From an optimization exercise on the open Yosys and OpenROAD flow, aimed at small area; shortcuts taken in it are not production practice. RTL that was checked went through simulation tests only; none was proved equivalent to the original. Power figures rest on the tool's default switching activity, not on a simulated workload.

==> trial 51: inputs <==
Design lane_rx, start of the top module:
module lane_rx (
    input  wire         clk,
    input  wire         rst,             
    input  wire         cdr_lock,        
    input  wire         rx_valid,
    input  wire [65:0]  rx_data,
    input  wire         descr_en,
    input  wire [15:0]  hunt_limit,      
    input  wire         match_en,
    input  wire         hdr_care,
    input  wire [1:0]   match_hdr,
    input  wire [63:0]  match_val,
    input  wire [63:0]  match_mask,
    input  wire [1:0]   prbs_sel,        
    input  wire [1:0]   start_mode,      
    input  wire [19:0]  cmp_count,       
    input  wire [63:0]  pmask,
    input  wire         burst,
    input  wire         cmp_event,
    output reg  [1:0]   lane_state,      
    output wire         block_lock,
    output reg          ev_lock,
    output reg          ev_lol,
    output reg          ev_hunt_slow,
    output reg          ev_match,
    output reg          ev_mismatch,
    output reg          ev_cmp_done,
    output reg          blk_valid,
    output reg  [1:0]   blk_hdr,
    output reg  [63:0]  blk_payload,
    output reg  [2:0]   cmp_result,
    output reg  [19:0]  blocks,
    output reg  [19:0]  block_errs,
    output reg  [23:0]  bit_errs,
    output reg  [19:0]  header_errs,
    output reg  [19:0]  first_err,
    output reg  [15:0]  lock_losses
);
    localparam [2:0] R_NOT_STARTED = 3'd0, R_PASS = 3'd1, R_FAIL = 3'd2,
                     R_LOST = 3'd3, R_INCOMPLETE = 3'd4;
    wire in_sync = lane_state[1];
    wire locked  = lane_state[1] & lane_state[0];
    wire hunting = lane_state[1] & ~lane_state[0];
    assign block_lock = locked;
    reg  [65:0] prev_word;       
    reg  [6:0]  offset;          
    reg         skip;
    reg  [5:0]  valid_cnt;       
    reg  [9:0]  hunt_lo;         
    reg  [15:0] hunt_hi;         
    reg  [63:0] hdr_window;      
    reg  [3:0]  bad_cnt;         
    reg  [57:0] descr_hist;      
    wire sync_on = cdr_lock & in_sync;
  ...
export LEC_CHECK = 0
export ABC_AREA = 1
export CAP_MARGIN = 20
export CORE_MARGIN = 2
export CORE_UTILIZATION = 65
export SLEW_MARGIN = 20
create_clock -name core_clock -period 18.0 [get_ports {clk}]
standard.sh (not shown) runs the stock make flow with config.mk's settings and CLKGATE_MAP_FILE= SYNTH_SCRIPT=/design/flow/synth_recipe.tcl, a recipe that flattens the netlist after the stock synthesis.
==> flow/flow/run.sh <==
#!/bin/bash
# Standard layout with two changes: port buffers use the smallest buffer
# (sky130_fd_sc_hd__buf_1); CTS inserts no dummy loads and uses clkbuf_8.
set -euo pipefail
export BUFFER_PORTS_ARGS="-buffer_cell sky130_fd_sc_hd__buf_1"
export CTS_ARGS="-sink_clustering_enable -repair_clock_nets -dont_use_dummy_load -buf_list {sky130_fd_sc_hd__clkbuf_8} -sink_clustering_size 16 -sink_clustering_max_diameter 50"
bash standard.sh > standard_flow.log 2>&1
==> trial 75: changes against trial 51 <==
--- a/flow/design.v
+++ b/flow/design.v
@@ -51,36 +51,42 @@
     reg  [63:0] hdr_window;      
     reg  [3:0]  bad_cnt;         
     reg  [57:0] descr_hist;      
     wire sync_on = cdr_lock & in_sync;
     wire examine = sync_on & rx_valid & ~skip;
     wire [131:0] win = {rx_data, prev_word};
-    wire [128:0] sh64;
-    wire [80:0]  sh16;
-    wire [68:0]  sh4;
-    wire [65:0]  cand;
+    wire sa0 = ~offset[6] & ~offset[5] & ~offset[4];
+    wire sa1 = ~offset[5] & offset[4];
+    wire sa2 = offset[5] & ~offset[4];
+    wire sa3 = offset[5] & offset[4];
+    wire sa4 = offset[6];
+    wire sb0 = ~offset[3] & ~offset[2], sb1 = ~offset[3] & offset[2];
+    wire sb2 = offset[3] & ~offset[2],  sb3 = offset[3] & offset[2];
+    wire sc0 = ~offset[1] & ~offset[0], sc1 = ~offset[1] & offset[0];
+    wire sc2 = offset[1] & ~offset[0],  sc3 = offset[1] & offset[0];
+    wire [80:0] sh_a;
+    wire [68:0] sh_b;
+    wire [65:0] cand;
     genvar gi;
     generate
-        for (gi = 0; gi < 129; gi = gi + 1) begin : g_s64
-            if (gi < 67) begin : g_m
-                assign sh64[gi] = offset[6] ? win[gi + 64] : win[gi];
-            end else begin : g_p
-                assign sh64[gi] = win[gi];
+        for (gi = 0; gi < 81; gi = gi + 1) begin : g_sa
+            if (gi < 68) begin : g_m5
+                assign sh_a[gi] = (sa0 & win[gi]) | (sa1 & win[gi + 16]) | (sa2 & win[gi + 32]) |
+                                  (sa3 & win[gi + 48]) | (sa4 & win[gi + 64]);
+            end else begin : g_m4
+                assign sh_a[gi] = (sa0 & win[gi]) | (sa1 & win[gi + 16]) | (sa2 & win[gi + 32]) |
+                                  (sa3 & win[gi + 48]);
             end
         end
-        for (gi = 0; gi < 81; gi = gi + 1) begin : g_s16
-            assign sh16[gi] = offset[5] ? (offset[4] ? sh64[gi + 48] : sh64[gi + 32])
-                                        : (offset[4] ? sh64[gi + 16] : sh64[gi]);
-        end
-        for (gi = 0; gi < 69; gi = gi + 1) begin : g_s4
-            assign sh4[gi] = offset[3] ? (offset[2] ? sh16[gi + 12] : sh16[gi + 8])
-                                       : (offset[2] ? sh16[gi + 4] : sh16[gi]);
-        end
-        for (gi = 0; gi < 66; gi = gi + 1) begin : g_s1
-            assign cand[gi] = offset[1] ? (offset[0] ? sh4[gi + 3] : sh4[gi + 2])
-                                        : (offset[0] ? sh4[gi + 1] : sh4[gi]);
+        for (gi = 0; gi < 69; gi = gi + 1) begin : g_sb
+            assign sh_b[gi] = (sb0 & sh_a[gi]) | (sb1 & sh_a[gi + 4]) | (sb2 & sh_a[gi + 8]) |
+                              (sb3 & sh_a[gi + 12]);
+        end
+        for (gi = 0; gi < 66; gi = gi + 1) begin : g_sc
+            assign cand[gi] = (sc0 & sh_b[gi]) | (sc1 & sh_b[gi + 1]) | (sc2 & sh_b[gi + 2]) |
+                              (sc3 & sh_b[gi + 3]);
         end
     endgenerate
     wire [1:0]  hdr     = cand[1:0];
     wire [63:0] raw_pay = cand[65:2];
     wire        hdr_ok  = hdr[0] ^ hdr[1];
     wire [121:0] dext = {raw_pay, descr_hist};
@@ -168,23 +174,23 @@
             blk_valid <= tested;
             ev_match  <= match;
         end
     end
     reg  [30:0] prbs_state;      
     reg  [94:0] prbs_ext;
+    wire p7  = ~prbs_sel[1] & ~prbs_sel[0];
+    wire p15 = ~prbs_sel[1] & prbs_sel[0];
+    wire p31 = prbs_sel[1];
     integer q;
     always @(*) begin
         prbs_ext = 95'd0;
         prbs_ext[30:0] = prbs_state;
-        for (q = 31; q < 95; q = q + 1) begin
-            case (prbs_sel)
-                2'd0:    prbs_ext[q] = prbs_ext[q - 7]  ^ prbs_ext[q - 6];
-                2'd1:    prbs_ext[q] = prbs_ext[q - 15] ^ prbs_ext[q - 14];
-                default: prbs_ext[q] = prbs_ext[q - 31] ^ prbs_ext[q - 28];
-            endcase
-        end
+        for (q = 31; q < 95; q = q + 1)
+            prbs_ext[q] = (p7  & (prbs_ext[q - 7]  ^ prbs_ext[q - 6])) |
+                          (p15 & (prbs_ext[q - 15] ^ prbs_ext[q - 14])) |
+                          (p31 & (prbs_ext[q - 31] ^ prbs_ext[q - 28]));
     end
     wire [63:0] expected = prbs_ext[94:31];
     reg burst_q;
     reg running;         
     reg finished;        
     reg anchored;
==> flow/flow/run.sh (replaced) <==
#!/bin/bash
# Own layout flow: the standard ORFS flow (standard.sh) with three changes.
#  1. Synthesis is synth_recipe.tcl unchanged except that ABC maps the
#     combinational logic with flow/abc_area_nf.script (area-oriented &nf)
#     instead of ORFS's abc_area.script. Flip-flops are mapped before ABC, so
#     the registers, their names and cell types are the standard synthesis's.
#  2. Port buffers use the smallest buffer, sky130_fd_sc_hd__buf_1.
#  3. CTS inserts no dummy loads and builds the tree from clkbuf_8.
#  4. Timing-driven global placement does not keep its resizer changes.
# Every tool's output goes to a log in this folder (make.log; ORFS's own
# per-step logs stay under orfs/logs).
set -euo pipefail
W=$PWD
sed "s#^source \$::env(SCRIPTS_DIR)/synth_preamble.tcl\$#&\nset abc_args [lreplace \$abc_args 1 1 $W/flow/abc_area_nf.script]#" \
    "$FLOW_HOME/scripts/synth.tcl" > "$W/own_synth_body.tcl"
grep -q "abc_area_nf.script" "$W/own_synth_body.tcl"
sed "s#^source \$::env(SCRIPTS_DIR)/synth.tcl\$#source $W/own_synth_body.tcl#" \
    "$W/synth_recipe.tcl" > "$W/own_synth.tcl"
grep -q "own_synth_body.tcl" "$W/own_synth.tcl"
sed "s#SYNTH_SCRIPT=[^ ]*#SYNTH_SCRIPT=$W/own_synth.tcl#" "$W/standard.sh" > "$W/own_standard.sh"
grep -q "SYNTH_SCRIPT=$W/own_synth.tcl" "$W/own_standard.sh"
export BUFFER_PORTS_ARGS="-buffer_cell sky130_fd_sc_hd__buf_1"
export CTS_ARGS="-sink_clustering_enable -repair_clock_nets -dont_use_dummy_load -buf_list {sky130_fd_sc_hd__clkbuf_8} -sink_clustering_size 16 -sink_clustering_max_diameter 50"
export GPL_KEEP_OVERFLOW=0
bash "$W/own_standard.sh" > "$W/make.log" 2>&1
==> flow/flow/abc_area_nf.script (new file) <==
&get -n
&st
&dc2
&dch -f
&nf -a -F 5 -A 5
&put
topo
==> flow/config.mk (replaced) <==
export PLATFORM = sky130hd
export DESIGN_NAME = lane_rx
export DESIGN_NICKNAME = lane_rx
export VERILOG_FILES = /design/flow/design.v
export SDC_FILE = /design/flow/constraint.sdc
export NUM_CORES = 4
export LEC_CHECK = 0
export CAP_MARGIN = 20
export CORE_MARGIN = 2
export CORE_UTILIZATION = 45
export SLEW_MARGIN = 20
==> comparison table <==
Outcome: trial 75 timing/DRC/antenna clean; trial 51 timing/DRC/antenna clean
Leakage dissipation: trial 75 11.5 nW; trial 51 15.2 nW
Area used by multi-input combinational logic: trial 75 0.0157 sq mm; trial 51 0.0182 sq mm
Part of the total power dissipated in sequential elements: trial 75 49.7%; trial 51 49.9%
Worst-case reg-to-reg path depth: trial 75 48; trial 51 39
Largest stage delay on the critical path: trial 75 0.68 ns; trial 51 0.70 ns
Setup bufs post-CTS: trial 75 6; trial 51 0
Clock network contribution to total cell area: trial 75 2.21%; trial 51 1.94%
Internal Pwr Total: trial 75 1.63 mW; trial 51 1.58 mW
Placed Cells: trial 75 4150; trial 51 5568
Clock group power: trial 75 0.607 mW; trial 51 0.611 mW
Wire length after detailed routing: trial 75 113000 um; trial 51 120000 um
Fraction of area in multi-input gates: trial 75 48.6%; trial 51 51.2%
Met1 track utilization from global routing: trial 75 45.8%; trial 51 57.7%
Cell count after synthesis: trial 75 2815; trial 51 4531
Final Cell Area: trial 75 0.0323 sq mm; trial 51 0.0355 sq mm
Adder and majority gate portion of the synthesized area: trial 75 6.72%; trial 51 5.59%
Part of the total power dissipated in combinational logic: trial 75 25.2%; trial 51 24.6%
Average detailed-routed wire length per instance: trial 75 26.7 um; trial 51 21.3 um
The RTL of trial 51 was laid out without a check of its function.

## port drivers added, routing unchanged
The flow's constraints put no driver on any port. The routed layouts listed below were extracted and timed again, unchanged, in two steps.
Step 1: set_driving_cell puts a clkbuf_16 on clk and a buf_2 on each other input, an assumption about the parent block.
Step 2 times the ports against the registers' clock, not the clock port: input delays grow and output delays shrink by t, the midpoint of the rising clock arrivals with the driver on.
Three values: ideal ports, drivers, drivers and shift; two values: the first two.
run	t, ns	setup WS [ns]	worst setup path at the end	worst data-port slew with drivers (ns)
trial 51	0.734	3.677 / 3.713 / 2.978	input to register	0.13
trial 75	0.706	0.721 / 0.732 / 0.027	input to register	0.13
After both steps setup and hold are still met in every run listed. The setup slack of trial 51, which loses most, moves by +0.036 ns with the drivers and by -0.699 ns with both steps.
